From an optimization exercise on the open Yosys and OpenROAD flow, aimed at small area; shortcuts taken in it are not production practice. In this exercise RTL edits were held to simulation tests only and were not proved equivalent to the original. Power and IR drop assume default switching activity.

===== flow/flow/run.sh =====
#!/bin/bash
# The standard layout (standard.sh), with two changes:
#  - synthesis maps with flow/abc_map.script, an area-oriented ABC script
#    (everything else in synth_recipe.tcl, the standard synthesis, is kept);
#  - buffer_ports puts the smallest buffer on each input and output port
#    instead of the delay-cell buffer it picks by default.
set -euo pipefail
W=$PWD
cat > $W/own_synth.tcl <<EOT
proc abc {args} {
  set i [lsearch -exact \$args -script]
  if {\$i >= 0} { set args [lreplace \$args \$i [expr {\$i + 1}] -script $W/flow/abc_map.script] }
  yosys abc {*}\$args
}
source $W/synth_recipe.tcl
EOT
bash standard.sh SYNTH_SCRIPT=$W/own_synth.tcl \
  BUFFER_PORTS_ARGS="-buffer_cell sky130_fd_sc_hd__buf_1" finish > standard_make.log 2>&1

===== flow/flow/abc_map.script =====
&get -n
&st
&syn2
&dch
&nf -p
&put
topo

===== flow/standard.sh =====
#!/bin/bash
# synth_recipe.tcl (not shown) runs the flow's synth.tcl, then flattens the netlist and writes it again
# the make line also repeats each setting of config.mk as NAME=value (left out here)
make -C /OpenROAD-flow-scripts/flow DESIGN_CONFIG=/design/flow/config.mk WORK_HOME=/design/flow/orfs CLKGATE_MAP_FILE= SYNTH_SCRIPT=/design/flow/synth_recipe.tcl "${@:-finish}"

===== flow/config.mk =====
export PLATFORM = sky130hd
export DESIGN_NAME = tense_check
export DESIGN_NICKNAME = tense_check
export VERILOG_FILES = /design/flow/design.v
export SDC_FILE = /design/flow/constraint.sdc
export NUM_CORES = 4
export LEC_CHECK = 0
export ABC_AREA = 1
export CAP_MARGIN = 20
export CORE_MARGIN = 2
export CORE_UTILIZATION = 40
export SLEW_MARGIN = 20

===== flow/constraint.sdc =====
create_clock -name core_clock -period 15.0 [get_ports {clk}]
set_input_delay 3.0000 -clock core_clock [delete_from_list [all_inputs] [get_ports {clk}]]
set_output_delay 3.0000 -clock core_clock [all_outputs]
set_load 0.01 [all_outputs]

===== flow/design.v =====
module tense_edges_ok (
    input  wire        s16,
    input  wire [63:0] item0,
    input  wire [63:0] item1,
    input  wire [63:0] item2,
    input  wire [63:0] item3,
    input  wire [63:0] item4,
    input  wire [63:0] item5,
    output wire        base_bad,
    output wire [3:0]  u_bad
);
    localparam LMIN = 1;    
    wire [31:0] period    = item0[31:0];
    wire        rz        = item0[33:32] != 2'b00;
    wire [31:0] data      = item1[63:32];
    wire [31:0] drv_on    = item1[31:0];
    wire [31:0] drv_off   = item2[63:32];
    wire [31:0] ret       = item2[31:0];
    wire [31:0] stb_close = item3[63:32];
    wire [31:0] stb_open  = item3[31:0];
    wire [31:0] udef [0:3];
    assign udef[0] = item4[31:0];
    assign udef[1] = item4[63:32];
    assign udef[2] = item5[31:0];
    assign udef[3] = item5[63:32];
    function automatic cy32(input [31:0] a, input [31:0] b, input ci);
        integer i;
        reg c;
        begin
            c = ci;
            for (i = 0; i < 32; i = i + 1)
                c = (a[i] & b[i]) | (c & (a[i] | b[i]));
            cy32 = c;
        end
    endfunction
    function automatic cy24(input [23:0] a, input [23:0] b);
        integer i;
        reg c;
        begin
            c = 1'b0;
            for (i = 0; i < 24; i = i + 1)
                c = (a[i] & b[i]) | (c & (a[i] | b[i]));
            cy24 = c;
        end
    endfunction
    function automatic [24:0] sub24(input [23:0] a, input [23:0] b);
        integer i;
        reg c;
        reg [23:0] r;
        begin
            c = 1'b1;
            for (i = 0; i < 24; i = i + 1) begin
                r[i] = a[i] ^ ~b[i] ^ c;
                c = (a[i] & ~b[i]) | (c & (a[i] | ~b[i]));
            end
            sub24 = {c, r};
        end
    endfunction
    function automatic [10:0] sub11(input [10:0] a, input [10:0] b);
        integer i;
        reg c;
        reg [10:0] r;
        begin
            c = 1'b1;
            for (i = 0; i < 11; i = i + 1) begin
                r[i] = a[i] ^ ~b[i] ^ c;
                c = (a[i] & ~b[i]) | (c & (a[i] | ~b[i]));
            end
            sub11 = r;
        end
    endfunction
    function automatic [3:0] dflags(input [10:0] d);
        reg z, p1, m1;
        begin
            z  = d == 11'd0;
            p1 = d == 11'd1;
            m1 = d == 11'h7FF;
            dflags = {d[10] | z | p1, d[10] | z, d[10], d[10] & ~m1};
        end
    endfunction
    wire r1 = (|period[31:12]) || (period[11] && !s16);
    wire [31:0] cs_t = stb_open ^ period ^ ~stb_close;
    wire [32:0] cs_u = {(stb_open & period) | (stb_open & ~stb_close) | (period & ~stb_close), 1'b0};
    wire win_ok = cs_u[32] | cy32(cs_t, cs_u[31:0], 1'b0);
    wire inv = cy32(data, ~drv_on, 1'b1) && (!rz || cy32(ret, ~data, 1'b0)) &&
               cy32(stb_close, ~stb_open, 1'b1) && win_ok;
    wire [31:0] x  = rz ? ret : data;
    wire [24:0] lx = sub24(x[23:0], period[23:0]);
    wire [24:0] lf = sub24(drv_off[23:0], period[23:0]);
    wire [24:0] ls = sub24(stb_open[23:0], {period[21:0], 2'b00});
    wire [3:0] fx = dflags(sub11({3'b000, x[31:24]},        {3'b000, period[31:24]}));
    wire [3:0] ff = dflags(sub11({3'b000, drv_off[31:24]},  {3'b000, period[31:24]}));
    wire [3:0] fs = dflags(sub11({3'b000, stb_open[31:24]}, {1'b0, period[31:22]}));
    wire on_big  = |drv_on[31:24];
    wire off_big = |drv_off[31:24];
    wire so_big  = |stb_open[31:24];
    wire pick_off = on_big | (~off_big & cy24(drv_on[23:0], ~drv_off[23:0]));    
    wire [23:0] m1 = pick_off ? drv_off[23:0] : drv_on[23:0];
    wire m1_big = on_big & off_big;
    wire pick_so = m1_big | (~so_big & cy24(m1, ~stb_open[23:0]));
    wire [23:0] m  = pick_so ? stb_open[23:0] : m1;
    wire m_big = m1_big & so_big;
    function automatic up_ok(input [3:0] f, input c, input ck, input s23);
        begin
            case ({s23, c, ck})
                3'b100:         up_ok = f[3];
                3'b101, 3'b110,
                3'b000:         up_ok = f[2];
                3'b111, 3'b001,
                3'b010:         up_ok = f[1];
                default:        up_ok = f[0];
            endcase
        end
    endfunction
    wire up0 = (lx[24] ? fx[1] : fx[2]) && (lf[24] ? ff[1] : ff[2]) && (ls[24] ? fs[1] : fs[2]);
    assign base_bad = !(r1 && inv && up0);
    genvar k;
    generate
        for (k = 0; k < 4; k = k + 1) begin : g_u
            wire [23:0] su  = udef[k][23:0];
            wire        s23 = udef[k][23];
            wire def_ok = udef[k][31:28] <= 4'hB && udef[k][27:24] == 4'h0;
            wire hi = up_ok(fx, lx[24], cy24(lx[23:0], su), s23) &&
                      up_ok(ff, lf[24], cy24(lf[23:0], su), s23) &&
                      up_ok(fs, ls[24], cy24(ls[23:0], su), s23);
            wire lo;
            if (LMIN) begin : g_lo1
                assign lo = ~s23 | m_big | cy24(m, su);
            end else begin : g_lo3
                assign lo = ~s23 | (((|drv_on[31:24])   | cy24(drv_on[23:0], su)) &
                                    ((|drv_off[31:24])  | cy24(drv_off[23:0], su)) &
                                    ((|stb_open[31:24]) | cy24(stb_open[23:0], su)));
            end
            assign u_bad[k] = !(def_ok && inv && lo && hi);
        end
    endgenerate
endmodule
module tense_check (
    input  wire        clk,
    input  wire        rst,         
    input  wire        in_valid,
    input  wire        s16,         
    input  wire [63:0] item0,
    input  wire [63:0] item1,
    input  wire [63:0] item2,
    input  wire [63:0] item3,
    input  wire [63:0] item4,
    input  wire [63:0] item5,
    output reg         out_valid,
    output wire        tense_valid,
    output reg         base_bad,
    output reg  [3:0]  u_bad
);
    wire base_bad_c;
    wire [3:0] u_bad_c;
    tense_edges_ok u_chk (
        .s16(s16), .item0(item0), .item1(item1), .item2(item2),
        .item3(item3), .item4(item4), .item5(item5),
        .base_bad(base_bad_c), .u_bad(u_bad_c)
    );
    reg       v_q;
    reg       bb_q;
    reg [3:0] ub_q;
    always @(posedge clk) begin
        if (rst) begin
            v_q       <= 1'b0;
            out_valid <= 1'b0;
        end else begin
            v_q       <= in_valid;
            out_valid <= v_q;
        end
        bb_q     <= base_bad_c;
        ub_q     <= u_bad_c;
        base_bad <= bb_q;
        u_bad    <= ub_q;
    end
    assign tense_valid = !base_bad && (u_bad == 4'b0000);
endmodule

==> out/summary.json, run 1 <==
{
  "gr-usage-all-layers": {"value": 31.7, "unit": "%"},
  "sinks_on_clock_net": {"value": 12},
  "synth_seq_area_share": {"value": 2.32, "unit": "%"},
  "clock_skew": {"value": 0.00157, "unit": "ns"},
  "maximum_number_of_pins_on_one_net_before_global_route_repair": {"value": 38},
  "rr_worst_depth": {"value": 1},
  "finish.utilization": {"value": 49.2, "unit": "%"},
  "place.detailed.instances": {"value": 2085},
  "powerDensity": {"value": 60.4, "unit": "nW/um^2"},
  "cp.required": {"value": 15.13, "unit": "ns"},
  "totalWireLength": {"value": 44800, "unit": "um"},
  "fp-row-count": {"value": 58},
  "cp_max_fo": {"value": 4},
  "total_cts_buffers": {"value": 3},
  "h-tree-depth": {"value": 1},
  "drc": {"value": 0},
  "synth_top_flop_cell": {"value": "sky130_fd_sc_hd__dfxtp_1"},
  "wl_per_cell": {"value": 21.4, "unit": "um"},
  "layoutNonFillerInstCount": {"value": 2097},
  "synth.yosys.warnings": {"value": 2},
  "post_synth_instance_area": {"value": 10400, "unit": "um^2"},
  "power.leakage": {"value": 3.80, "unit": "nW"},
  "report.final.hold_viol_count": {"value": 0},
  "postSynthRegisterBits": {"value": 12},
  "first_pass_iters": {"value": 9},
  "mostFrequentLayoutCells": {"value": "354 x sky130_fd_sc_hd__buf_1, 151 x sky130_fd_sc_hd__a21oi_1, 135 x sky130_fd_sc_hd__o22ai_1, 130 x sky130_fd_sc_hd__clkinv_1, 118 x sky130_fd_sc_hd__o21ai_0"},
  "drv.max_cap_violation_count": {"value": 0},
  "cts.path.max_buffers": {"value": 2},
  "die-height": {"value": 165, "unit": "um"},
  "synth_fp_nets": {"value": 1899},
  "timing.critical_path.slowest_cell_delay": {"value": 0.60, "unit": "ns"},
  "grt_pass1_vias": {"value": 12064},
  "post_cts_hold_buffer_count": {"value": 0},
  "critPathLaunchType": {"value": "input port"},
  "crit_top_cell": {"value": "sky130_fd_sc_hd__fa_1"},
  "setup_viol_count_final": {"value": 0},
  "nNetsFinal": {"value": 2278},
  "mostFrequentLayoutCell": {"value": "sky130_fd_sc_hd__buf_1"},
  "route.detailed.vias_per_inst": {"value": 6.34},
  "via_count": {"value": 13288},
  "worst_skew_pair.late_latency": {"value": 0.24, "unit": "ns"},
  "root_buffer": {"value": "sky130_fd_sc_hd__clkbuf_16"},
  "grt_first_pass_wirelength": {"value": 67100, "unit": "um"},
  "worstSetupEndpointType": {"value": "register"},
  "antenna_found_initial": {"value": 6},
  "dieWidth": {"value": 165, "unit": "um"},
  "timing_worst_setup_path_type": {"value": "in2reg"},
  "slowest_stage_cell_cp": {"value": "sky130_fd_sc_hd__fa_1"},
  "finalWorstPathRequiredPeriod": {"value": 14.59, "unit": "ns"},
  "synth_cell_type_count": {"value": 54},
  "drt.antenna.violating_nets": {"value": 0},
  "status": {"value": "timing/DRC/antenna clean"},
  "clk_slew_on_worst_s_h_paths": {"value": 0.04, "unit": "ns"},
  "vdd_ir_drop_max": {"value": 0.0688, "unit": "mV"},
  "slew-limit-headroom": {"value": 34.2, "unit": "%"},
  "synthCells": {"value": 1384},
  "max_freq": {"value": 0.0685, "unit": "GHz"},
  "final_min_period_over_clock_period": {"value": 97.3, "unit": "%"},
  "tightestPinTransition": {"value": 0.977, "unit": "ns"},
  "gp_congestion": {"value": 0.953},
  "syn_area_per_cell": {"value": 7.48, "unit": "um^2"},
  "cts_tree": {"value": "done"},
  "placement.io_buffers": {"value": 356},
  "synth_edf_count": {"value": 0},
  "dr.first_iter.drc_count": {"value": 1600},
  "core_area": {"value": 25300, "unit": "um^2"},
  "die_area": {"value": 27200, "unit": "um^2"},
  "timing.reg2reg.setup_slack": {"value": 14.50, "unit": "ns"},
  "syn2layout_area_growth": {"value": 20.3, "unit": "%"},
  "initial_core_util": {"value": 40.9, "unit": "%"},
  "drv_slew": {"value": 0},
  "whs_path_depth": {"value": 0},
  "timing.hold.worst.class": {"value": "reg2reg"},
  "worst-endpoint-arrival": {"value": 14.72, "unit": "ns"},
  "grt_remaining_overflow": {"value": 0},
  "async_flop_share": {"value": 0, "unit": "%"},
  "ios": {"value": 395},
  "dpl.hpwl": {"value": 38100, "unit": "um"},
  "final_layout_size_suffix_gt1_share": {"value": 3.41, "unit": "%"}
}
-- cells in the mapped netlist, types with 10 or more instances --
library cell | number | area [um^2]
sky130_fd_sc_hd__nand3_1 | 12 | 60.1
sky130_fd_sc_hd__nor2_1 | 111 | 417
sky130_fd_sc_hd__o21ai_0 | 126 | 631
sky130_fd_sc_hd__nor4_1 | 14 | 87.6
sky130_fd_sc_hd__o22a_1 | 13 | 114
sky130_fd_sc_hd__and2_0 | 15 | 93.8
sky130_fd_sc_hd__a22o_1 | 14 | 123
sky130_fd_sc_hd__a221oi_1 | 49 | 429
sky130_fd_sc_hd__a22oi_1 | 109 | 818
sky130_fd_sc_hd__nand2b_1 | 17 | 106
sky130_fd_sc_hd__dfxtp_1 | 12 | 240
sky130_fd_sc_hd__o22ai_1 | 135 | 845
sky130_fd_sc_hd__clkinv_1 | 131 | 492
sky130_fd_sc_hd__nor2b_1 | 27 | 169
sky130_fd_sc_hd__a21oi_1 | 153 | 766
sky130_fd_sc_hd__nand2_1 | 72 | 270
sky130_fd_sc_hd__mux2i_1 | 12 | 120
sky130_fd_sc_hd__maj3_1 | 91 | 911
sky130_fd_sc_hd__o221ai_1 | 39 | 342
sky130_fd_sc_hd__o2bb2ai_1 | 12 | 105
sky130_fd_sc_hd__fa_1 | 119 | 2380
sky130_fd_sc_hd__o211ai_1 | 10 | 75.1
-- worst max-delay path, delay by kind of cell --
family	cells	cell delay, ns
fa+ha+maj	24	9.19
compound gates	7	1.29
mux	2	0.47
simple gates	3	0.44
buf+inv	3	0.32
-- worst paths after layout --
check	start	to
max	item0[32]	ub_q[2]
min	bb_q	base_bad
max reg2reg	v_q	out_valid
min reg2reg	bb_q	base_bad
-- flip-flops by register name, summed over array words and instances (netlist names) --
signal     cells
u_bad          4
ub_q           4
base_bad       1
bb_q           1
out_valid      1
v_q            1
-- cell type report --
| type | instances | area [um^2] |
|---|---|---|
| Timing Repair Buffer | 374 | 1470 |
| Inverter | 131 | 492 |
| Antenna cell | 5 | 12.5 |
| Sequential cell | 12 | 240 |
| Fill cell | 2761 | 12900 |
| Multi-Input combinational cell | 1241 | 9740 |
| Tap cell | 330 | 413 |
| Clock buffer | 4 | 88.8 |
-- where the power goes --
group	total (W)	switching (W)	internal (W)
Combinational	0.000667	0.000396	0.000271
Sequential	0.0000326	0.000000109	0.0000325
Clock	0.0000533	0.0000131	0.0000402
Total	0.000753	0.000409	0.000344
-- metal layers --
metal | up-vias | share of wire [%] | track usage, %
met4 | 2 | 2.4 | 7.23
met3 | 50 | 9.3 | 3.57
li1 | 6262 | - | -
met2 | 721 | 46 | 52.2
met5 | - | 0.036 | 0
met1 | 6253 | 42 | 44.7
-- cells by family (layout without fill, tap and decap cells) --
logic type / after synthesis / count (layout) / share of synthesized area (%)
adders and majority gates: 218 / 218 / 32.8
muxes: 16 / 16 / 1.59
other: 0 / 5 / 0
buffers and inverters: 131 / 509 / 4.75
AOI/OAI and AO/OA: 706 / 706 / 44.8
DFF: 12 / 12 / 2.32
and+or+nand+nor: 301 / 301 / 13.8
-- stage by stage --
step / hold WS, ns / cell area (um^2) / TNS [ns] / power (W) / worst slack (ns)
finish: 0.322 / 12500 / 0 / 0.000753 / 0.406
global route: 0.333 / 12400 / -0.0140 / 0.000819 / -0.00939
CTS: 0.322 / 12400 / 0 / 0.000729 / 0.0475
detailed placement: 0.312 / 12200 / -2.09 / 0.000671 / -0.473
global placement: 0.310 / 12200 / -1.98 / 0.000665 / -0.476
floorplan: 0.310 / 10400 / 0 / 0.000458 / 0.370
-- what timing repair did --
item / CTS / global route
setup buffers: 0 / 3
pin swaps: 1 / 10
gates resized for setup: 9 / 39
setup endpoints to repair: 5 / 5
==> run 2: changes to the inputs <==
==> flow/flow/abc_map.script (replaced) <==
&get -n
&st
&syn3
&dch
&nf -p
&put
topo
--- a/flow/config.mk
+++ b/flow/config.mk
@@ -9,4 +9,5 @@
 export CAP_MARGIN = 20
 export CORE_MARGIN = 2
 export CORE_UTILIZATION = 40
+export CTS_BUF_LIST = sky130_fd_sc_hd__clkbuf_2 sky130_fd_sc_hd__clkbuf_4
 export SLEW_MARGIN = 20
==> run 2 against run 1 <==
Compared with the run above: worst hold slack improved by 0.0043 ns; die area decreased by 1.6%; final cell count decreased by 3.4%; synthesized cell count decreased by 7.2%; clock-buffer cell count decreased by 1; clock skew decreased by 0.0014 ns; total power decreased by 7.6%; area after synthesis decreased by 1.7%; first-iteration DRC count decreased by 20%; combinational power decreased by 3.6%; highest routed layer unchanged; largest power group unchanged.
==> out/summary.json, run 2 <==
{
  "status": {"value": "timing/DRC/antenna clean"},
  "wl_per_cell": {"value": 21.5, "unit": "um", "change": "+0.71%"},
  "drv_slew": {"value": 0, "change": "unchanged"},
  "route.detailed.vias_per_inst": {"value": 6.22, "change": "-1.8%"},
  "synth_top_cell_by_area": {"value": "sky130_fd_sc_hd__fa_1"},
  "nNetsFinal": {"value": 2206, "change": "-3.2%"},
  "sinks_on_clock_net": {"value": 12, "change": "unchanged"},
  "die-height": {"value": 164, "unit": "um", "change": "-0.82%"},
  "postSynthRegisterBits": {"value": 12, "change": "unchanged"},
  "cts_tree": {"value": "done"},
  "worst_hold_slack": {"value": 0.326, "unit": "ns", "change": "+0.00431 ns"},
  "timing.critical_path.max_delay_family": {"value": "adder cells"},
  "grt_pass1_vias": {"value": 11791, "change": "-2.3%"},
  "worstSetupEndpointType": {"value": "register"},
  "drv.max_cap_violation_count": {"value": 0, "change": "unchanged"},
  "finalWorstPathRequiredPeriod": {"value": 14.71, "unit": "ns", "change": "+0.114 ns"},
  "final_layout_size_suffix_gt1_share": {"value": 5.33, "unit": "%", "change": "+1.9 points"},
  "gr-usage-all-layers": {"value": 31.5, "unit": "%", "change": "-0.24 points"},
  "cts.path.max_buffers": {"value": 2, "change": "unchanged"},
  "synthTopCellsByArea": {"value": "sky130_fd_sc_hd__fa_1 23%, sky130_fd_sc_hd__maj3_1 18%, sky130_fd_sc_hd__a22oi_1 7.2%"},
  "grt_remaining_overflow": {"value": 0, "change": "unchanged"},
  "via_count": {"value": 12607, "change": "-5.1%"},
  "synth.yosys.warnings": {"value": 2, "change": "unchanged"},
  "vdd_ir_drop_max": {"value": 0.0416, "unit": "mV", "change": "-40%"},
  "mostFrequentLayoutCells": {"value": "356 x sky130_fd_sc_hd__buf_1, 158 x sky130_fd_sc_hd__maj3_1, 137 x sky130_fd_sc_hd__clkinv_1, 118 x sky130_fd_sc_hd__fa_1, 105 x sky130_fd_sc_hd__o22ai_1"},
  "gp_congestion": {"value": 0.941, "change": "-1.3%"},
  "slowest_stage_cell_cp": {"value": "sky130_fd_sc_hd__or4_1"},
  "fin_setup_tns": {"value": 0, "unit": "ns", "change": "unchanged"},
  "multi_input_comb_area": {"value": 9520, "unit": "um^2", "change": "-2.2%"},
  "post_cts_hold_buffer_count": {"value": 0, "change": "unchanged"},
  "syn2layout_area_growth": {"value": 22.1, "unit": "%"},
  "placed_cell_area": {"value": 12300, "unit": "um^2", "change": "+0.32%"},
  "dieWidth": {"value": 164, "unit": "um", "change": "-0.82%"},
  "synth_top_cell_area_share": {"value": 23.4, "unit": "%", "change": "+0.39 points"},
  "die_area": {"value": 26700, "unit": "um^2", "change": "-1.6%"},
  "worst-endpoint-arrival": {"value": 14.87, "unit": "ns", "change": "+0.15 ns"},
  "largestRegisters": {"value": "u_bad: 4 flops, ub_q: 4 flops"},
  "critPathLaunchType": {"value": "input port"},
  "totalWireLength": {"value": 43600, "unit": "um", "change": "-2.7%"},
  "setup_viol_count_final": {"value": 0, "change": "unchanged"},
  "first_pass_iters": {"value": 9, "change": "unchanged"},
  "mostFrequentLayoutCell": {"value": "sky130_fd_sc_hd__buf_1"},
  "dr.first_iter.drc_count": {"value": 1282, "change": "-20%"},
  "placement.io_buffers": {"value": 356, "change": "unchanged"},
  "async_flop_share": {"value": 0, "unit": "%", "change": "unchanged"},
  "core_area": {"value": 25100, "unit": "um^2", "change": "-0.86%"},
  "synth_seq_area_share": {"value": 2.36, "unit": "%", "change": "+0.040 points"},
  "total_cts_buffers": {"value": 3, "change": "unchanged"},
  "timing_worst_setup_path_type": {"value": "in2reg"},
  "initial_core_util": {"value": 40.5, "unit": "%", "change": "-0.34 points"},
  "power.leakage": {"value": 3.85, "unit": "nW", "change": "+1.4%"},
  "ios": {"value": 395, "change": "unchanged"},
  "dpl.hpwl": {"value": 38100, "unit": "um", "change": "about the same"},
  "synthCells": {"value": 1284, "change": "-7.2%"},
  "max_freq": {"value": 0.0680, "unit": "GHz", "change": "-0.77%"},
  "drc": {"value": 0, "change": "unchanged"},
  "timing.critical_path.slowest_cell_delay": {"value": 0.42, "unit": "ns", "change": "-0.18 ns"},
  "slew-limit-headroom": {"value": 33.1, "unit": "%", "change": "-1.1 points"},
  "synth_cell_type_count": {"value": 51, "change": "-5.6%"},
  "critical_path_buf_inv_count": {"value": 1, "change": "-2"},
  "powerDensity": {"value": 55.9, "unit": "nW/um^2", "change": "-7.4%"},
  "report.final.hold_viol_count": {"value": 0, "change": "unchanged"},
  "synth_top_flop_cell": {"value": "sky130_fd_sc_hd__dfxtp_1"},
  "register_area": {"value": 240, "unit": "um^2", "change": "unchanged"},
  "h-tree-depth": {"value": 1, "change": "unchanged"},
  "synth_fp_nets": {"value": 1799, "change": "-5.3%"},
  "cp_max_fo": {"value": 4, "change": "unchanged"},
  "synth_edf_count": {"value": 0, "change": "unchanged"},
  "post_synth_instance_area": {"value": 10200, "unit": "um^2", "change": "-1.7%"},
  "timing.hold.worst.class": {"value": "reg2reg"},
  "syn_area_per_cell": {"value": 7.93, "unit": "um^2", "change": "+6.0%"},
  "final_min_period_over_clock_period": {"value": 98.0, "unit": "%", "change": "+0.76 points"},
  "cp.required": {"value": 15.17, "unit": "ns", "change": "+0.04 ns"},
  "antenna_found_initial": {"value": 11, "change": "+5"},
  "crit_top_cell": {"value": "sky130_fd_sc_hd__maj3_1"},
  "clk_slew_on_worst_s_h_paths": {"value": 0.09, "unit": "ns", "change": "+0.05 ns"},
  "grt_first_pass_wirelength": {"value": 65600, "unit": "um", "change": "-2.1%"},
  "clock_skew": {"value": 0.000170, "unit": "ns", "change": "-0.00140 ns"},
  "fillCellCount": {"value": 2697, "change": "-2.3%"},
  "worst_skew_pair.late_latency": {"value": 0.27, "unit": "ns", "change": "+0.03 ns"},
  "synth.most_common_cell": {"value": "sky130_fd_sc_hd__maj3_1"},
  "tightestPinTransition": {"value": 0.993, "unit": "ns", "change": "+0.0162 ns"},
  "root_buffer": {"value": "sky130_fd_sc_hd__clkbuf_4"},
  "fp-row-count": {"value": 58, "change": "unchanged"},
  "leading_cell_types_by_count_after_synthesis": {"value": "182 x sky130_fd_sc_hd__maj3_1, 138 x sky130_fd_sc_hd__clkinv_1, 119 x sky130_fd_sc_hd__fa_1"},
  "layout.cell_area.non_filler": {"value": 12400, "unit": "um^2", "change": "-0.19%"},
  "maximum_number_of_pins_on_one_net_before_global_route_repair": {"value": 35, "change": "-7.9%"},
  "drt.antenna.violating_nets": {"value": 0, "change": "unchanged"}
}
-- run 2: cell types whose count changed after synthesis, moves of 12 or more --
| cell | delta |
|---|---|
| sky130_fd_sc_hd__a21oi_1 | -51 |
| sky130_fd_sc_hd__and2_0 | -14 |
| sky130_fd_sc_hd__maj3_1 | +91 |
| sky130_fd_sc_hd__nor2_1 | -37 |
| sky130_fd_sc_hd__nor2b_1 | -16 |
| sky130_fd_sc_hd__o2bb2ai_1 | -12 |
| sky130_fd_sc_hd__a221oi_1 | -18 |
| sky130_fd_sc_hd__o22ai_1 | -30 |
| sky130_fd_sc_hd__o22a_1 | +12 |
| sky130_fd_sc_hd__o21ai_0 | -16 |
| sky130_fd_sc_hd__a222oi_1 | +22 |
-- run 2: cell families after synthesis --
group / after synthesis / share of synthesized area, %
compound gates: 581 / 38.4
fa+ha+maj: 309 / 42.3
buf+inv: 138 / 5.09
flops: 12 / 2.36
mux: 10 / 0.995
simple gates: 234 / 10.9
-- run 2: worst paths after layout --
| path | start | endpoint | slack [ns] | cells past startpoint |
|---|---|---|---|---|
| max reg2reg | v_q | out_valid | 14.48 | 1 |
| min reg2reg | ub_q[2] | u_bad[2] | 0.33 | 0 |
| max | item1[0] | ub_q[3] | 0.29 | 38 |
| min | ub_q[2] | u_bad[2] | 0.33 | 0 |
-- run 2: through the flow --
step / setup slack [ns] / instances / power, W / util (%)
2_1_floorplan: 0.0180 / 1284 / 0.000448 / -
3_3_place_gp: -0.755 / 2014 / 0.000649 / 48.9
3_5_place_dp: -0.822 / 2014 / 0.000656 / 48.9
4_1_cts: 0.00321 / 2017 / 0.000679 / 49.1
5_1_grt: -0.0102 / 2024 / 0.000760 / 49.5
6_report: 0.293 / 2026 / 0.000695 / 49.5
-- run 2: area by class of cell --
type | count | share of cell area (%)
clock buffer | 3 | 0.181
timing repair buffer | 402 | 13.7
multi-input combinational | 1134 | 76.6
antenna | 7 | 0.141
tap | 330 | 3.32
sequential | 12 | 1.93
inverter | 138 | 4.17
-- run 2: routing by layer --
metal / part of all wire (%) / GRT usage [%]
met1: 42 / 42.9
met2: 47 / 52.1
met3: 7.9 / 4.49
met4: 2.8 / 8.69
met5: 0.16 / 0
-- run 2: what timing repair did --
action	4_1_cts	5_1_grt
setup buffers	0	2
endpoints found under the setup margin	5	5
resized for setup	11	45
pin swaps	3	43
-- run 2: power breakdown --
part	internal (W)	leakage, nW	switching, W
logic	0.000273	3.74	0.000371
registers	0.0000323	0.0976	0.000000169
clock network	0.00000926	0.0138	0.0000103
==> run 3: changes to the inputs <==
==> flow/flow/abc_map.script (replaced) <==
&get -n
&st
&syn2
&dch
&nf -p
&put
topo
==> run 3 against run 2 <==
Compared with the run above: area after synthesis increased by 1.7%; highest routed layer unchanged; wire length increased by 2.5%; critical endpoint is now ub_q[1]; via count is 5.1% higher; critical path type unchanged; utilization decreased by 0.64 points; largest power group unchanged; fmax up 0.95%; synthesized cell count rose by 7.8%; sequential share of layout area is essentially flat; still clean; critical path depth shrank 1; non-clock buffer count down 29.
==> out/summary.json, run 3 <==
{
  "syn2layout_area_growth": {"value": 19.6, "unit": "%"},
  "synth.most_common_cell": {"value": "sky130_fd_sc_hd__a21oi_1"},
  "vdd_ir_drop_max": {"value": 0.0476, "unit": "mV", "change": "+14%"},
  "die-height": {"value": 165, "unit": "um", "change": "+0.83%"},
  "sinks_on_clock_net": {"value": 12, "change": "unchanged"},
  "via_count": {"value": 13244, "change": "+5.1%"},
  "gr-usage-all-layers": {"value": 31.7, "unit": "%", "change": "+0.21 points"},
  "synth_fp_nets": {"value": 1899, "change": "+5.6%"},
  "fp-row-count": {"value": 58, "change": "unchanged"},
  "timing.critical_path.slowest_cell_delay": {"value": 0.62, "unit": "ns", "change": "+0.20 ns"},
  "power_switching_share": {"value": 56.5, "unit": "%", "change": "+1.7 points"},
  "mostFrequentLayoutCell": {"value": "sky130_fd_sc_hd__buf_1"},
  "final_min_period_over_clock_period": {"value": 97.1, "unit": "%", "change": "-0.92 points"},
  "worst-endpoint-arrival": {"value": 14.73, "unit": "ns", "change": "-0.14 ns"},
  "power.internal": {"value": 0.000312, "unit": "W", "change": "-0.77%"},
  "leading_cell_types_by_count_after_synthesis": {"value": "153 x sky130_fd_sc_hd__a21oi_1, 135 x sky130_fd_sc_hd__o22ai_1, 131 x sky130_fd_sc_hd__clkinv_1"},
  "combPwrFrac": {"value": 92.7, "unit": "%", "change": "+0.2 points"},
  "synth.yosys.warnings": {"value": 2, "change": "unchanged"},
  "nNetsFinal": {"value": 2277, "change": "+3.2%"},
  "core_area": {"value": 25300, "unit": "um^2", "change": "+0.87%"},
  "critPathLaunchType": {"value": "input port"},
  "post_cts_hold_buffer_count": {"value": 0, "change": "unchanged"},
  "post_synth_and_or_nand_nor_area_fraction": {"value": 13.8, "unit": "%", "change": "+2.9 points"},
  "dpl.hpwl": {"value": 38100, "unit": "um", "change": "about the same"},
  "die_area": {"value": 27200, "unit": "um^2", "change": "+1.7%"},
  "clock_skew": {"value": 0.000131, "unit": "ns", "change": "-0.0000391 ns"},
  "synthCells": {"value": 1384, "change": "+7.8%"},
  "mostFrequentLayoutCells": {"value": "354 x sky130_fd_sc_hd__buf_1, 151 x sky130_fd_sc_hd__a21oi_1, 135 x sky130_fd_sc_hd__o22ai_1, 131 x sky130_fd_sc_hd__clkinv_1, 120 x sky130_fd_sc_hd__o21ai_0"},
  "post_synth_xor_area_fraction": {"value": 0, "unit": "%", "change": "unchanged"},
  "tightestPinTransition": {"value": 0.945, "unit": "ns", "change": "-0.0480 ns"},
  "synth_cell_type_count": {"value": 54, "change": "+5.9%"},
  "synth_edf_count": {"value": 0, "change": "unchanged"},
  "post_synth_instance_area": {"value": 10400, "unit": "um^2", "change": "+1.7%"},
  "report.final.hold_viol_count": {"value": 0, "change": "unchanged"},
  "initial_core_util": {"value": 40.9, "unit": "%", "change": "+0.34 points"},
  "synth_top_flop_cell": {"value": "sky130_fd_sc_hd__dfxtp_1"},
  "clock_power_share": {"value": 2.8, "unit": "%", "change": "about the same"},
  "drt.antenna.violating_nets": {"value": 0, "change": "unchanged"},
  "synth_compound_area_share": {"value": 44.8, "unit": "%", "change": "+6.4 points"},
  "cts_tree": {"value": "done"},
  "timing_worst_setup_path_type": {"value": "in2reg"},
  "drc": {"value": 0, "change": "unchanged"},
  "timing.critical_path.max_delay_family": {"value": "adder cells"},
  "clk_slew_on_worst_s_h_paths": {"value": 0.07, "unit": "ns", "change": "-0.02 ns"},
  "sequentialPowerShare": {"value": 4.5, "unit": "%", "change": "-0.2 points"},
  "h-tree-depth": {"value": 1, "change": "unchanged"},
  "totalWireLength": {"value": 44700, "unit": "um", "change": "+2.5%"},
  "ios": {"value": 395, "change": "unchanged"},
  "grt_pass1_vias": {"value": 12059, "change": "+2.3%"},
  "pre_cts_slack": {"value": -0.473, "unit": "ns", "change": "+0.349 ns"},
  "synth_top_cell_by_area": {"value": "sky130_fd_sc_hd__fa_1"},
  "slew-limit-headroom": {"value": 36.3, "unit": "%", "change": "+3.2 points"},
  "largestRegisters": {"value": "u_bad: 4 flops, ub_q: 4 flops"},
  "placement.io_buffers": {"value": 356, "change": "unchanged"},
  "cp.required": {"value": 15.16, "unit": "ns", "change": "about the same"},
  "syn_area_per_cell": {"value": 7.48, "unit": "um^2", "change": "-5.6%"},
  "finalPower": {"value": 0.000717, "unit": "W", "change": "+3.1%"},
  "total_cts_buffers": {"value": 3, "change": "unchanged"},
  "gp_congestion": {"value": 0.953, "change": "+1.3%"},
  "timing.reg2reg.setup_slack": {"value": 14.49, "unit": "ns", "change": "about the same"},
  "grt_use_met1": {"value": 44.7, "unit": "%", "change": "+1.8 points"},
  "finalWorstPathRequiredPeriod": {"value": 14.57, "unit": "ns", "change": "-0.138 ns"},
  "dieWidth": {"value": 165, "unit": "um", "change": "+0.83%"},
  "postSynthRegisterBits": {"value": 12, "change": "unchanged"},
  "cp_max_fo": {"value": 7, "change": "+3"},
  "status": {"value": "timing/DRC/antenna clean"},
  "dr.first_iter.drc_count": {"value": 1542, "change": "+20%"},
  "setup_viol_count_final": {"value": 0, "change": "unchanged"},
  "grt.busiest_layer": {"value": "met2"},
  "antenna_found_initial": {"value": 6, "change": "-5"},
  "synthTopCellsByArea": {"value": "sky130_fd_sc_hd__fa_1 23%, sky130_fd_sc_hd__maj3_1 8.8%, sky130_fd_sc_hd__o22ai_1 8.2%"},
  "cts.path.max_buffers": {"value": 2, "change": "unchanged"},
  "drv.max_cap_violation_count": {"value": 0, "change": "unchanged"},
  "drv_slew": {"value": 0, "change": "unchanged"},
  "synth_mux_area_share": {"value": 1.59, "unit": "%", "change": "+0.60 points"},
  "first_pass_iters": {"value": 7, "change": "-2"},
  "async_flop_share": {"value": 0, "unit": "%", "change": "unchanged"},
  "grt.met3_usage": {"value": 3.64, "unit": "%", "change": "-0.85 points"},
  "worstSetupEndpointType": {"value": "register"},
  "synth_top_family_by_area": {"value": "compound AO/OA/AOI/OAI gates"},
  "worst_setup_slack_after_layout": {"value": 0.431, "unit": "ns", "change": "+0.138 ns"},
  "worst_skew_pair.late_latency": {"value": 0.27, "unit": "ns", "change": "about the same"},
  "power_dissipated_by_switching_net_loads": {"value": 0.000405, "unit": "W", "change": "+6.2%"},
  "crit_top_cell": {"value": "sky130_fd_sc_hd__fa_1"},
  "wl_per_cell": {"value": 21.3, "unit": "um", "change": "-0.84%"},
  "route.detailed.vias_per_inst": {"value": 6.32, "change": "+1.6%"},
  "unrepaired_setup_endpoints_after_global_routing": {"value": "false"},
  "groute.layer.met2.usage": {"value": 52.2, "unit": "%", "change": "about the same"},
  "worst_hold_slack": {"value": 0.329, "unit": "ns", "change": "+0.00229 ns"},
  "critical_path_buf_inv_count": {"value": 3, "change": "+2"},
  "maximum_number_of_pins_on_one_net_before_global_route_repair": {"value": 38, "change": "+8.6%"},
  "timing.hold.worst.class": {"value": "reg2reg"},
  "root_buffer": {"value": "sky130_fd_sc_hd__clkbuf_4"},
  "slowest_stage_cell_cp": {"value": "sky130_fd_sc_hd__fa_1"},
  "powerDensity": {"value": 57.9, "unit": "nW/um^2", "change": "+3.5%"},
  "grt_remaining_overflow": {"value": 0, "change": "unchanged"},
  "final_layout_size_suffix_gt1_share": {"value": 3.12, "unit": "%", "change": "-2.2 points"},
  "grt_first_pass_wirelength": {"value": 67000, "unit": "um", "change": "+2.1%"},
  "synth_seq_area_share": {"value": 2.32, "unit": "%", "change": "-0.040 points"},
  "yosys.area_share.adder": {"value": 32.8, "unit": "%", "change": "-9.5 points"},
  "max_freq": {"value": 0.0686, "unit": "GHz", "change": "+0.95%"},
  "power.leakage": {"value": 3.76, "unit": "nW", "change": "-2.3%"},
  "synth_top_cell_area_share": {"value": 23.0, "unit": "%", "change": "-0.39 points"}
}
-- run 3: logic make-up (layout without fill, tap and decap cells) --
logic type | Yosys count | count (layout)
AND/OR/NAND/NOR | 301 | 301
AO/OA/AOI/OAI | 706 | 706
adder cells (fa/ha/maj) | 218 | 218
flip-flops | 12 | 12
buffers and inverters | 131 | 508
multiplexers | 16 | 16
other | 0 | 4
-- run 3: worst paths after layout --
| path | startpoint | endpoint | depth (start not counted) |
|---|---|---|---|
| max | item0[32] | ub_q[1] | 37 |
| min | bb_q | base_bad | 0 |
| max reg2reg | v_q | out_valid | 1 |
| min reg2reg | bb_q | base_bad | 0 |
-- run 3: cell type report --
type / instances / area [um^2]
fill: 2765 / 12900
multi-input combinational: 1241 / 9730
timing repair buffer: 373 / 1470
inverter: 131 / 492
tap: 330 / 413
sequential: 12 / 240
clock buffer: 3 / 22.5
antenna: 4 / 10.0
clock inverter: 1 / 3.75
-- run 3: what timing repair did --
item,4_1_cts,5_1_grt
pin swaps,1,8
setup endpoints to repair,5,5
resized for setup,7,36
hold endpoints to repair,0,0
setup buffers,0,2
-- run 3: metrics by stage --
| step | cells | TNS [ns] | util [%] | instance area (um^2) |
|---|---|---|---|---|
| global route | 2092 | 0 | 48.8 | 12400 |
| global placement | 2085 | -1.98 | 48.3 | 12200 |
| finish | 2095 | 0 | 48.9 | 12400 |
| floorplan | 1384 | 0 | - | 10400 |
| CTS | 2089 | 0 | 48.5 | 12300 |
| detailed placement | 2085 | -2.09 | 48.3 | 12200 |
-- run 3: layer usage --
metal,vias up,part of all wire [%]
met5,-,0.036
met4,2,2.5
met3,55,9.1
met2,706,46
met1,6229,42
li1,6252,-
-- run 3: power by group through the flow --
stage | Combinational [W] | Sequential (W) | Clock (W)
3_3_place_gp | 0.000631 | 0.0000332 | 0
4_1_cts | 0.000642 | 0.0000324 | 0.0000200
6_report | 0.000665 | 0.0000324 | 0.0000198
2_1_floorplan | 0.000424 | 0.0000333 | 0
5_1_grt | 0.000728 | 0.0000325 | 0.0000226
3_5_place_dp | 0.000638 | 0.0000332 | 0
==> run 4: changes to the inputs <==
--- a/flow/design.v
+++ b/flow/design.v
@@ -41,6 +41,16 @@
             for (i = 0; i < 24; i = i + 1)
                 c = (a[i] & b[i]) | (c & (a[i] | b[i]));
             cy24 = c;
+        end
+    endfunction
+    function automatic cy23(input [22:0] a, input [22:0] b);
+        integer i;
+        reg c;
+        begin
+            c = 1'b0;
+            for (i = 0; i < 23; i = i + 1)
+                c = (a[i] & b[i]) | (c & (a[i] | b[i]));
+            cy23 = c;
         end
     endfunction
     function automatic [24:0] sub24(input [23:0] a, input [23:0] b);
@@ -100,18 +110,25 @@
     wire pick_so = m1_big | (~so_big & cy24(m1, ~stb_open[23:0]));
     wire [23:0] m  = pick_so ? stb_open[23:0] : m1;
     wire m_big = m1_big & so_big;
-    function automatic up_ok(input [3:0] f, input c, input ck, input s23);
+    wire m_hi  = m_big | m[23];      
+    function automatic [2:0] up_pre(input [3:0] f, input c);
         begin
-            case ({s23, c, ck})
-                3'b100:         up_ok = f[3];
-                3'b101, 3'b110,
-                3'b000:         up_ok = f[2];
-                3'b111, 3'b001,
-                3'b010:         up_ok = f[1];
-                default:        up_ok = f[0];
-            endcase
+            up_pre = c ? {f[2], f[1], f[0]} : {f[3], f[2], f[1]};    
         end
     endfunction
+    function automatic [2:0] up_pre2(input [2:0] u, input d23);
+        begin
+            up_pre2 = {u[1], d23 ? u[1] : u[2], d23 ? u[0] : u[1]};
+        end
+    endfunction
+    function automatic up_ok(input [2:0] p, input c23, input s23);
+        begin
+            up_ok = s23 ? (c23 ? p[2] : p[1]) : (c23 ? p[0] : p[2]);
+        end
+    endfunction
+    wire [2:0] ux = up_pre2(up_pre(fx, lx[24]), lx[23]);
+    wire [2:0] uf = up_pre2(up_pre(ff, lf[24]), lf[23]);
+    wire [2:0] us = up_pre2(up_pre(fs, ls[24]), ls[23]);
     wire up0 = (lx[24] ? fx[1] : fx[2]) && (lf[24] ? ff[1] : ff[2]) && (ls[24] ? fs[1] : fs[2]);
     assign base_bad = !(r1 && inv && up0);
     genvar k;
@@ -120,12 +137,12 @@
             wire [23:0] su  = udef[k][23:0];
             wire        s23 = udef[k][23];
             wire def_ok = udef[k][31:28] <= 4'hB && udef[k][27:24] == 4'h0;
-            wire hi = up_ok(fx, lx[24], cy24(lx[23:0], su), s23) &&
-                      up_ok(ff, lf[24], cy24(lf[23:0], su), s23) &&
-                      up_ok(fs, ls[24], cy24(ls[23:0], su), s23);
+            wire hi = up_ok(ux, cy23(lx[22:0], su[22:0]), s23) &&
+                      up_ok(uf, cy23(lf[22:0], su[22:0]), s23) &&
+                      up_ok(us, cy23(ls[22:0], su[22:0]), s23);
             wire lo;
             if (LMIN) begin : g_lo1
-                assign lo = ~s23 | m_big | cy24(m, su);
+                assign lo = ~s23 | m_hi | cy23(m[22:0], su[22:0]);
             end else begin : g_lo3
                 assign lo = ~s23 | (((|drv_on[31:24])   | cy24(drv_on[23:0], su)) &
                                     ((|drv_off[31:24])  | cy24(drv_off[23:0], su)) &
==> flow/flow/abc_map.script (replaced) <==
&get -n
&st
&syn3
&dch
&nf -p
&put
topo
==> run 4 against run 3 <==
Compared with the run above: register-to-register slack about the same; clock power about the same; first-iteration DRC count increased by 9.9%; clock skew about the same; sequential cell count unchanged; critical path type unchanged.
==> out/summary.json, run 4 <==
{
  "status": {"value": "timing/DRC/antenna clean"},
  "largestRegisters": {"value": "u_bad: 4 flops, ub_q: 4 flops"},
  "synthCells": {"value": 1307, "change": "-5.6%"},
  "final_min_period_over_clock_period": {"value": 98.2, "unit": "%", "change": "+1.0 points"},
  "totalWireLength": {"value": 44100, "unit": "um", "change": "-1.4%"},
  "timing.critical_path.to": {"value": "bb_q"},
  "drv_slew": {"value": 0, "change": "unchanged"},
  "post_synth_instance_area": {"value": 10100, "unit": "um^2", "change": "-2.9%"},
  "synth.yosys.warnings": {"value": 2, "change": "unchanged"},
  "synth_fp_nets": {"value": 1822, "change": "-4.1%"},
  "rr_endpoint": {"value": "out_valid"},
  "clk_slew_on_worst_s_h_paths": {"value": 0.07, "unit": "ns", "change": "about the same"},
  "slowest_stage_cell_cp": {"value": "sky130_fd_sc_hd__or4_1"},
  "grt_first_pass_wirelength": {"value": 66200, "unit": "um", "change": "-1.3%"},
  "synth_cell_type_count": {"value": 50, "change": "-7.4%"},
  "timing_worst_setup_path_type": {"value": "in2reg"},
  "route.detailed.vias_per_inst": {"value": 6.38, "change": "+0.86%"},
  "die_area": {"value": 26400, "unit": "um^2", "change": "-2.8%"},
  "worst_setup_path_startpoint": {"value": "item1[0]"},
  "clock_skew": {"value": 0.000384, "unit": "ns", "change": "+0.000253 ns"},
  "final_layout_size_suffix_gt1_share": {"value": 3.25, "unit": "%", "change": "+0.13 points"},
  "drv.max_cap_violation_count": {"value": 0, "change": "unchanged"},
  "max_freq": {"value": 0.0679, "unit": "GHz", "change": "-1.1%"},
  "postSynthRegisterBits": {"value": 12, "change": "unchanged"},
  "synth.most_common_cell": {"value": "sky130_fd_sc_hd__clkinv_1"},
  "synth_top_cell_by_area": {"value": "sky130_fd_sc_hd__fa_1"},
  "die-height": {"value": 163, "unit": "um", "change": "-1.4%"},
  "async_flop_share": {"value": 0, "unit": "%", "change": "unchanged"},
  "vdd_ir_drop_max": {"value": 0.0287, "unit": "mV", "change": "-40%"},
  "gp_congestion": {"value": 0.971, "change": "+1.9%"},
  "crit_top_cell": {"value": "sky130_fd_sc_hd__maj3_1"},
  "rr_worst_depth": {"value": 1, "change": "unchanged"},
  "whs_path_depth": {"value": 0, "change": "unchanged"},
  "cp.required": {"value": 15.15, "unit": "ns", "change": "about the same"},
  "synth_top_cell_area_share": {"value": 23.7, "unit": "%", "change": "+0.68 points"},
  "wl_per_cell": {"value": 21.8, "unit": "um", "change": "+2.0%"},
  "worst_hold_slack": {"value": 0.333, "unit": "ns", "change": "+0.00427 ns"},
  "worst_skew_pair.late_latency": {"value": 0.27, "unit": "ns", "change": "about the same"},
  "finalWorstPathRequiredPeriod": {"value": 14.73, "unit": "ns", "change": "+0.157 ns"},
  "root_buffer": {"value": "sky130_fd_sc_hd__clkbuf_4"},
  "synth_top_flop_cell": {"value": "sky130_fd_sc_hd__dfxtp_1"},
  "placement.io_buffers": {"value": 356, "change": "unchanged"},
  "worst-endpoint-arrival": {"value": 14.88, "unit": "ns", "change": "+0.15 ns"},
  "total_cts_buffers": {"value": 3, "change": "unchanged"},
  "grt_pass1_vias": {"value": 11927, "change": "-1.1%"},
  "timing.critical_path.max_delay_family": {"value": "adder cells"},
  "layoutNonFillerInstCount": {"value": 2025, "change": "-3.3%"},
  "synthTopCellsByArea": {"value": "sky130_fd_sc_hd__fa_1 24%, sky130_fd_sc_hd__maj3_1 10%, sky130_fd_sc_hd__a22oi_1 9.0%"},
  "report.final.hold_viol_count": {"value": 0, "change": "unchanged"},
  "nNetsFinal": {"value": 2207, "change": "-3.1%"},
  "dpl.hpwl": {"value": 37400, "unit": "um", "change": "-1.9%"},
  "synth_seq_area_share": {"value": 2.39, "unit": "%", "change": "+0.068 points"},
  "synth_edf_count": {"value": 0, "change": "unchanged"},
  "finish.utilization": {"value": 48.4, "unit": "%", "change": "-0.45 points"},
  "place.detailed.instances": {"value": 2017, "change": "-3.3%"},
  "cts.path.max_buffers": {"value": 2, "change": "unchanged"},
  "timing.critical_path.slowest_cell_delay": {"value": 0.50, "unit": "ns", "change": "-0.12 ns"},
  "mostFrequentLayoutCell": {"value": "sky130_fd_sc_hd__buf_1"},
  "dieWidth": {"value": 163, "unit": "um", "change": "-1.4%"},
  "maximum_number_of_pins_on_one_net_before_global_route_repair": {"value": 35, "change": "-7.9%"},
  "via_count": {"value": 12912, "change": "-2.5%"},
  "dr.first_iter.drc_count": {"value": 1694, "change": "+9.9%"},
  "slew-limit-headroom": {"value": 22.4, "unit": "%", "change": "-14 points"},
  "cp_max_fo": {"value": 5, "change": "-2"},
  "antenna_found_initial": {"value": 6, "change": "unchanged"},
  "leading_cell_types_by_count_after_synthesis": {"value": "144 x sky130_fd_sc_hd__clkinv_1, 141 x sky130_fd_sc_hd__o22ai_1, 120 x sky130_fd_sc_hd__a22oi_1"},
  "power.leakage": {"value": 3.73, "unit": "nW", "change": "-0.84%"},
  "setup_viol_count_final": {"value": 0, "change": "unchanged"},
  "drc": {"value": 0, "change": "unchanged"},
  "ios": {"value": 395, "change": "unchanged"},
  "worstSetupEndpointType": {"value": "register"},
  "first_pass_iters": {"value": 6, "change": "-1"},
  "critical_path_buf_inv_count": {"value": 2, "change": "-1"},
  "drt.antenna.violating_nets": {"value": 0, "change": "unchanged"},
  "timing.reg2reg.setup_slack": {"value": 14.50, "unit": "ns", "change": "about the same"},
  "cts_setup_buffers": {"value": 0, "change": "unchanged"},
  "mostFrequentLayoutCells": {"value": "355 x sky130_fd_sc_hd__buf_1, 143 x sky130_fd_sc_hd__clkinv_1, 141 x sky130_fd_sc_hd__o22ai_1, 120 x sky130_fd_sc_hd__a22oi_1, 119 x sky130_fd_sc_hd__fa_1"},
  "fp-row-count": {"value": 58, "change": "unchanged"},
  "critPathLaunchType": {"value": "input port"},
  "cp_num_cells": {"value": 37, "change": "unchanged"},
  "syn_area_per_cell": {"value": 7.70, "unit": "um^2", "change": "+2.9%"},
  "sinks_on_clock_net": {"value": 12, "change": "unchanged"},
  "gr-usage-all-layers": {"value": 31.8, "unit": "%", "change": "+0.070 points"},
  "grt_remaining_overflow": {"value": 0, "change": "unchanged"},
  "tightestPinTransition": {"value": 1.15, "unit": "ns", "change": "+0.207 ns"},
  "core_area": {"value": 25000, "unit": "um^2", "change": "-1.4%"},
  "h-tree-depth": {"value": 1, "change": "unchanged"},
  "timing.hold.worst.class": {"value": "reg2reg"},
  "powerDensity": {"value": 58.7, "unit": "nW/um^2", "change": "+1.3%"},
  "initial_core_util": {"value": 40.3, "unit": "%", "change": "-0.59 points"},
  "syn2layout_area_growth": {"value": 20.2, "unit": "%"},
  "timing.rr.start": {"value": "v_q"},
  "cts_tree": {"value": "done"},
  "unrepaired_setup_endpoints_after_global_routing": {"value": "false"}
}
-- run 4: repair_timing --
action / CTS / global route
resized for setup: 16 / 16
pin swaps: 7 / 6
hold buffers: 0 / 0
endpoints found under the hold margin: 0 / 0
setup endpoints to repair: 5 / 5
-- run 4: final cells by class --
class,count,area (um^2)
fillers,2643,12900
multi-input cells,1151,9340
repair buffers,380,1520
inverters,144,541
well taps,330,413
flip-flops and latches,12,240
clock buffers,3,22.5
diodes,5,12.5
-- run 4: logic make-up (layout without fill, tap and decap cells) --
kind of cell / count (synthesis) / after routing / synth area share (%)
compound gates: 681 / 681 / 45.8
fa+ha+maj: 232 / 232 / 35.1
other cells: 0 / 5 / 0
buf+inv: 144 / 527 / 5.37
flops: 12 / 12 / 2.39
simple gates: 230 / 230 / 10.6
mux: 8 / 8 / 0.796
-- run 4: worst min-delay path by stage --
stage / start / to / slack (ns)
2_1_floorplan: bb_q / base_bad / 0.31
3_3_place_gp: bb_q / base_bad / 0.31
3_5_place_dp: ub_q[3] / u_bad[3] / 0.32
4_1_cts: ub_q[3] / u_bad[3] / 0.33
5_1_grt: ub_q[3] / u_bad[3] / 0.35
6_report: ub_q[3] / u_bad[3] / 0.33
-- run 4: through the flow --
step | instance area [um^2] | total power, W | TNS (ns) | setup WS [ns]
floorplan | 10100 | 0.000454 | 0 | 0.0987
global placement | 12000 | 0.000662 | -3.33 | -0.753
detailed placement | 12000 | 0.000669 | -3.66 | -0.797
CTS | 12100 | 0.000693 | 0 | 0.00715
global route | 12100 | 0.000774 | 0 | 0.0130
finish | 12100 | 0.000709 | 0 | 0.273
-- run 4: routing by layer --
| metal | wire length (um) | share of wire (%) | vias to the layer above | GRT usage, % |
|---|---|---|---|---|
| met5 | 13 | 0.030 | - | 0 |
| li1 | - | - | 6038 | - |
| met3 | 4120 | 9.3 | 82 | 5.19 |
| met2 | 20000 | 45 | 677 | 51.2 |
| met1 | 18500 | 42 | 6113 | 44.2 |
| met4 | 1360 | 3.1 | 2 | 8.49 |
-- run 4: power by group --
group	internal, W	total [W]	switching (W)
Sequential	0.0000323	0.0000325	0.000000145
Combinational	0.000270	0.000657	0.000387
Clock	0.00000931	0.0000196	0.0000103
Total	0.000312	0.000709	0.000398
==> run 5: changes to the inputs <==
==> flow/flow/abc_map.script (replaced) <==
&get -n
&st
&syn2
&dch
&nf -p
&st
&dch
&nf -p
&put
topo
==> run 5 against run 4 <==
Compared with the run above: utilization shrank 0.21 points; non-clock buffer count shrank 18; area after synthesis shrank 2.1%; wire length grew 4.4%; clock power is essentially flat.
==> out/summary.json, run 5 <==
{
  "finalWorstPathRequiredPeriod": {"value": 14.32, "unit": "ns", "change": "-0.410 ns"},
  "syn_area_per_cell": {"value": 7.42, "unit": "um^2", "change": "-3.6%"},
  "final_layout_size_suffix_gt1_share": {"value": 0.650, "unit": "%", "change": "-2.6 points"},
  "cp.required": {"value": 15.14, "unit": "ns", "change": "about the same"},
  "route.detailed.vias_per_inst": {"value": 6.63, "change": "+4.0%"},
  "sinks_on_clock_net": {"value": 12, "change": "unchanged"},
  "gr-usage-all-layers": {"value": 33.5, "unit": "%", "change": "+1.8 points"},
  "ctsResizeCount": {"value": 0, "change": "-16"},
  "grt_first_pass_wirelength": {"value": 68900, "unit": "um", "change": "+4.2%"},
  "vdd_ir_drop_max": {"value": 0.0357, "unit": "mV", "change": "+24%"},
  "gp_congestion": {"value": 0.975, "change": "+0.37%"},
  "drc": {"value": 0, "change": "unchanged"},
  "clock_skew": {"value": 0.00616, "unit": "ns", "change": "+0.00578 ns"},
  "timing_worst_setup_path_type": {"value": "in2reg"},
  "h-tree-depth": {"value": 1, "change": "unchanged"},
  "cp_max_fo": {"value": 4, "change": "-1"},
  "status": {"value": "timing/DRC/antenna clean"},
  "initial_core_util": {"value": 40.6, "unit": "%", "change": "+0.33 points"},
  "clk_slew_on_worst_s_h_paths": {"value": 0.07, "unit": "ns", "change": "about the same"},
  "synth_fp_nets": {"value": 1842, "change": "+1.1%"},
  "nNetsFinal": {"value": 2209, "change": "+0.091%"},
  "cts_setup_buffers": {"value": 0, "change": "unchanged"},
  "totalWireLength": {"value": 46000, "unit": "um", "change": "+4.4%"},
  "finalPower": {"value": 0.000683, "unit": "W", "change": "-3.8%"},
  "async_flop_share": {"value": 0, "unit": "%", "change": "unchanged"},
  "synth_top_flop_cell": {"value": "sky130_fd_sc_hd__dfxtp_1"},
  "finish.utilization": {"value": 48.2, "unit": "%", "change": "-0.21 points"},
  "final_min_period_over_clock_period": {"value": 95.4, "unit": "%", "change": "-2.7 points"},
  "synth.yosys.warnings": {"value": 2, "change": "unchanged"},
  "drv_slew": {"value": 0, "change": "unchanged"},
  "powerDensity": {"value": 58.4, "unit": "nW/um^2", "change": "-0.51%"},
  "register_area": {"value": 240, "unit": "um^2", "change": "unchanged"},
  "fp-row-count": {"value": 57, "change": "-1.7%"},
  "worst_hold_slack": {"value": 0.328, "unit": "ns", "change": "-0.00466 ns"},
  "tightestPinTransition": {"value": 0.942, "unit": "ns", "change": "-0.210 ns"},
  "worst-endpoint-arrival": {"value": 14.45, "unit": "ns", "change": "-0.43 ns"},
  "total_cts_buffers": {"value": 3, "change": "unchanged"},
  "synth_cell_type_count": {"value": 48, "change": "-4.0%"},
  "post_synth_instance_area": {"value": 9850, "unit": "um^2", "change": "-2.1%"},
  "maximum_number_of_pins_on_one_net_before_global_route_repair": {"value": 44, "change": "+26%"},
  "leading_cell_types_by_count_after_synthesis": {"value": "172 x sky130_fd_sc_hd__o22ai_1, 162 x sky130_fd_sc_hd__clkinv_1, 156 x sky130_fd_sc_hd__a21oi_1"},
  "mostFrequentLayoutCell": {"value": "sky130_fd_sc_hd__buf_1"},
  "die_area": {"value": 25900, "unit": "um^2", "change": "-2.0%"},
  "critical_path_buf_inv_count": {"value": 3, "change": "+1"},
  "power.leakage": {"value": 3.51, "unit": "nW", "change": "-5.8%"},
  "dr.first_iter.drc_count": {"value": 1427, "change": "-16%"},
  "grt_pass1_vias": {"value": 12209, "change": "+2.4%"},
  "synth.most_common_cell": {"value": "sky130_fd_sc_hd__o22ai_1"},
  "grt_remaining_overflow": {"value": 0, "change": "unchanged"},
  "synth_top_cell_by_area": {"value": "sky130_fd_sc_hd__fa_1"},
  "cts_tree": {"value": "done"},
  "timing.critical_path.slowest_cell_delay": {"value": 0.49, "unit": "ns", "change": "about the same"},
  "crit_top_cell": {"value": "sky130_fd_sc_hd__fa_1"},
  "antenna_found_initial": {"value": 9, "change": "+3"},
  "timing.hold.worst.class": {"value": "reg2reg"},
  "slew-limit-headroom": {"value": 37.0, "unit": "%", "change": "+15 points"},
  "timing.critical_path.max_delay_family": {"value": "adder cells"},
  "ios": {"value": 395, "change": "unchanged"},
  "synth_top_cell_area_share": {"value": 24.2, "unit": "%", "change": "+0.50 points"},
  "synth_edf_count": {"value": 0, "change": "unchanged"},
  "synth_seq_area_share": {"value": 2.44, "unit": "%", "change": "+0.051 points"},
  "fillCellCount": {"value": 2589, "change": "-2.0%"},
  "largestRegisters": {"value": "u_bad: 4 flops, ub_q: 4 flops"},
  "dieWidth": {"value": 161, "unit": "um", "change": "-1.0%"},
  "worst_skew_pair.late_latency": {"value": 0.27, "unit": "ns", "change": "about the same"},
  "mostFrequentLayoutCells": {"value": "356 x sky130_fd_sc_hd__buf_1, 172 x sky130_fd_sc_hd__o22ai_1, 163 x sky130_fd_sc_hd__clkinv_1, 156 x sky130_fd_sc_hd__a21oi_1, 126 x sky130_fd_sc_hd__a22oi_1"},
  "first_pass_iters": {"value": 6, "change": "unchanged"},
  "die-height": {"value": 161, "unit": "um", "change": "-1.0%"},
  "cts.path.max_buffers": {"value": 2, "change": "unchanged"},
  "drv.max_cap_violation_count": {"value": 0, "change": "unchanged"},
  "dpl.hpwl": {"value": 38700, "unit": "um", "change": "+3.4%"},
  "syn2layout_area_growth": {"value": 18.7, "unit": "%"},
  "post_cts_hold_buffer_count": {"value": 0, "change": "unchanged"},
  "wl_per_cell": {"value": 22.7, "unit": "um", "change": "+4.5%"},
  "fin_setup_tns": {"value": 0, "unit": "ns", "change": "unchanged"},
  "placement.io_buffers": {"value": 356, "change": "unchanged"},
  "report.final.hold_viol_count": {"value": 0, "change": "unchanged"},
  "drt.antenna.violating_nets": {"value": 0, "change": "unchanged"},
  "multi_input_comb_area": {"value": 9020, "unit": "um^2", "change": "-3.5%"},
  "postSynthRegisterBits": {"value": 12, "change": "unchanged"},
  "via_count": {"value": 13418, "change": "+3.9%"},
  "core_area": {"value": 24200, "unit": "um^2", "change": "-2.9%"},
  "synthTopCellsByArea": {"value": "sky130_fd_sc_hd__fa_1 24%, sky130_fd_sc_hd__o22ai_1 11%, sky130_fd_sc_hd__a22oi_1 9.6%"},
  "critPathLaunchType": {"value": "input port"},
  "synthCells": {"value": 1327, "change": "+1.5%"},
  "root_buffer": {"value": "sky130_fd_sc_hd__clkbuf_4"},
  "max_freq": {"value": 0.0699, "unit": "GHz", "change": "+2.9%"},
  "unrepaired_setup_endpoints_after_global_routing": {"value": "false"},
  "setup_viol_count_final": {"value": 0, "change": "unchanged"},
  "worstSetupEndpointType": {"value": "register"},
  "slowest_stage_cell_cp": {"value": "sky130_fd_sc_hd__a2111oi_0"}
}
run 5: cell types whose count changed in the layout (fill, tap and decap cells not counted), sizes merged, moves of 6 or more:
| cell | change |
|---|---|
| nand2b | -6 |
| o22ai | +31 |
| nand2 | -15 |
| o211ai | +15 |
| a22oi | +6 |
| a21oi | +41 |
| maj3 | -102 |
| a221oi | +28 |
| o21ai | +6 |
| clkinv | +20 |
| a21boi | -7 |
| buf | -17 |
run 5: power by group:
part	switching, W	internal (W)	total (W)
Clock	0.00000996	0.00000962	0.0000196
Sequential	0.000000117	0.0000323	0.0000324
Combinational	0.000384	0.000246	0.000631
Total	0.000394	0.000288	0.000683
run 5: metal layers:
layer / vias to the layer above / GRT usage (%) / routed length [um]
met2: 785 / 54.6 / 21100
met3: 71 / 6.07 / 4440
met1: 6342 / 46.4 / 19400
met4: 8 / 7.71 / 1060
li1: 6212 / - / -
met5: - / 0 / 53
run 5: path summary, 6_finish.rpt:
path | from | to | slack (ns) | depth (start not counted)
setup / recovery | item0[33] | ub_q[0] | 0.68 | 36
hold / removal | ub_q[2] | u_bad[2] | 0.33 | 0
setup reg to reg | v_q | out_valid | 14.49 | 1
hold reg to reg | ub_q[2] | u_bad[2] | 0.33 | 0
run 5: cell type report:
class | instances | share of cell area [%]
Antenna cell | 6 | 0.128
Clock buffer | 3 | 0.193
Clock inverter | 1 | 0.0321
Inverter | 162 | 5.20
Multi-Input combinational cell | 1153 | 77.1
Sequential cell | 12 | 2.05
Tap cell | 324 | 3.47
Timing Repair Buffer | 362 | 11.8
run 5: cells by family after synthesis:
kind of cell / synth area share (%)
AOI/OAI and AO/OA: 55.6
and+or+nand+nor: 9.36
buffers and inverters: 6.17
adders and majority gates: 25.5
DFF: 2.44
muxes: 0.940
run 5: per-stage QoR:
stage	instances	worst slack (ns)	cell area (um^2)
floorplan	1327	0.414	9850
global placement	2013	0.612	11700
detailed placement	2013	0.670	11700
CTS	2017	0.830	11700
global route	2019	0.0241	11700
finish	2023	0.684	11700
==> run 6: changes to the inputs <==
==> flow/flow/abc_map.script (replaced) <==
&get -n
&st
&syn2
&dch
&nf -p
&st
&dch -f
&nf -p
&st
&dch -f
&nf -p
&st
&dch -f
&nf -p
&put
topo
==> run 6 against run 5 <==
Compared with the run above: still clean on timing, DRC and antenna; worst hold slack lost 0.0020 ns; via count about the same; area after synthesis is essentially flat; critical path depth stayed put; cell area decreased by 0.17%; register-to-register slack barely moved; sequential power hardly changed; sequential share of layout area barely moved; final cell count about the same; clock-buffer cell count did not move; global-route usage fell by 1.1 points; largest power group unchanged.
==> out/summary.json, run 6 <==
{
  "grt_remaining_overflow": {"value": 0, "change": "unchanged"},
  "power.internal": {"value": 0.000287, "unit": "W", "change": "-0.46%"},
  "crit_top_cell": {"value": "sky130_fd_sc_hd__fa_1"},
  "async_flop_share": {"value": 0, "unit": "%", "change": "unchanged"},
  "drc": {"value": 0, "change": "unchanged"},
  "via_count": {"value": 13429, "change": "+0.082%"},
  "gp_congestion": {"value": 0.968, "change": "-0.67%"},
  "status": {"value": "timing/DRC/antenna clean"},
  "worst_setup_slack_after_layout": {"value": 0.745, "unit": "ns", "change": "+0.0617 ns"},
  "worstSetupEndpointType": {"value": "register"},
  "h-tree-depth": {"value": 1, "change": "unchanged"},
  "report.final.hold_viol_count": {"value": 0, "change": "unchanged"},
  "synth_cell_type_count": {"value": 51, "change": "+6.3%"},
  "drv.max_cap_violation_count": {"value": 0, "change": "unchanged"},
  "die_area": {"value": 25900, "unit": "um^2", "change": "about the same"},
  "final_min_period_over_clock_period": {"value": 95.0, "unit": "%", "change": "-0.41 points"},
  "clk_slew_on_worst_s_h_paths": {"value": 0.06, "unit": "ns", "change": "about the same"},
  "first_pass_iters": {"value": 6, "change": "unchanged"},
  "placement.io_buffers": {"value": 356, "change": "unchanged"},
  "fillCellCount": {"value": 2661, "change": "+2.8%"},
  "final_layout_size_suffix_gt1_share": {"value": 0.590, "unit": "%", "change": "-0.060 points"},
  "critPathLaunchType": {"value": "input port"},
  "hp-start": {"value": "ub_q[3]"},
  "synth_seq_area_share": {"value": 2.44, "unit": "%", "change": "about the same"},
  "dpl.hpwl": {"value": 37300, "unit": "um", "change": "-3.4%"},
  "synth.most_common_cell": {"value": "sky130_fd_sc_hd__o22ai_1"},
  "multi_input_comb_area": {"value": 9050, "unit": "um^2", "change": "+0.35%"},
  "ios": {"value": 395, "change": "unchanged"},
  "worst-endpoint-arrival": {"value": 14.37, "unit": "ns", "change": "-0.08 ns"},
  "tightestPinTransition": {"value": 1.12, "unit": "ns", "change": "+0.173 ns"},
  "grt_first_pass_wirelength": {"value": 67000, "unit": "um", "change": "-2.7%"},
  "timing.rr.start": {"value": "v_q"},
  "power_dissipated_by_switching_net_loads": {"value": 0.000389, "unit": "W", "change": "-1.4%"},
  "cp_max_fo": {"value": 4, "change": "unchanged"},
  "route.met3.wl": {"value": 3960, "unit": "um", "change": "-11%"},
  "slew-limit-headroom": {"value": 24.9, "unit": "%", "change": "-12 points"},
  "worst_setup_path_startpoint": {"value": "item0[33]"},
  "initial_core_util": {"value": 40.6, "unit": "%", "change": "about the same"},
  "synth_fp_nets": {"value": 1848, "change": "+0.33%"},
  "slowest_stage_cell_cp": {"value": "sky130_fd_sc_hd__a41oi_1"},
  "finalWorstPathRequiredPeriod": {"value": 14.25, "unit": "ns", "change": "-0.0617 ns"},
  "root_buffer": {"value": "sky130_fd_sc_hd__clkbuf_4"},
  "postSynthRegisterBits": {"value": 12, "change": "unchanged"},
  "pre_cts_slack": {"value": 0.612, "unit": "ns", "change": "-0.0573 ns"},
  "synth.yosys.warnings": {"value": 2, "change": "unchanged"},
  "power_switching_share": {"value": 57.5, "unit": "%", "change": "-0.23 points"},
  "synthCells": {"value": 1333, "change": "+0.45%"},
  "fp-row-count": {"value": 57, "change": "unchanged"},
  "fin_setup_tns": {"value": 0, "unit": "ns", "change": "unchanged"}
}
[run 6: cell count changes after synthesis, sizes merged, moves of 7 or more]
cell and change:
nand2 +40, a222oi -8, a22oi -7, a21oi -30
o21ai +20, clkinv -8, nor2 -21
[run 6: worst max-delay path: cells and delay by family]
kind                       cells  cell delay [ns]
AOI/OAI and AO/OA              5             1.51
adders and majority gates     24             8.91
buffers and inverters          3             0.23
muxes                          1             0.28
and+or+nand+nor                3             0.41
[run 6: cell type report]
cell class	count	share of cell area, %
Sequential cell	12	2.06
Timing Repair Buffer	360	11.7
Tap cell	324	3.47
Antenna cell	5	0.107
Clock buffer	3	0.193
Multi-Input combinational cell	1167	77.5
Inverter	154	4.95
[run 6: metal layers]
metal,up-vias,track usage [%]
li1,6203,-
met1,6390,46.9
met2,780,52.0
met3,56,3.72
met4,0,7.43
met5,-,0
[run 6: final timing paths]
check	to	slack [ns]	depth (start not counted)
max	ub_q[0]	0.75	36
min	u_bad[3]	0.33	0
max reg2reg	out_valid	14.50	1
min reg2reg	u_bad[3]	0.33	0
[run 6: metrics by stage]
step	cells	power, W	cell area [um^2]	utilization [%]
after global routing	2024	0.000736	11700	48.1
after global placement	2017	0.000634	11600	48.0
after CTS	2020	0.000660	11700	48.1
after detailed placement	2017	0.000639	11600	48.0
after floorplan	1333	0.000432	9850	-
final	2025	0.000676	11700	48.1
[run 6: cell families (layout without fill, tap and decap cells)]
family	Yosys count	in the layout	synth area share, %
compound gates	802	802	54.9
fa+ha+maj	129	129	25.4
buf+inv	154	517	5.87
flops	12	12	2.44
mux	9	9	0.940
other cells	0	5	0
simple gates	227	227	10.5
[run 6: power by group through the flow]
stage	clock [W]	combinational, W	sequential (W)
CTS	0.0000189	0.000609	0.0000324
global placement	0	0.000601	0.0000331
global route	0.0000202	0.000684	0.0000324
floorplan	0	0.000399	0.0000332
finish	0.0000179	0.000626	0.0000324
detailed placement	0	0.000606	0.0000331
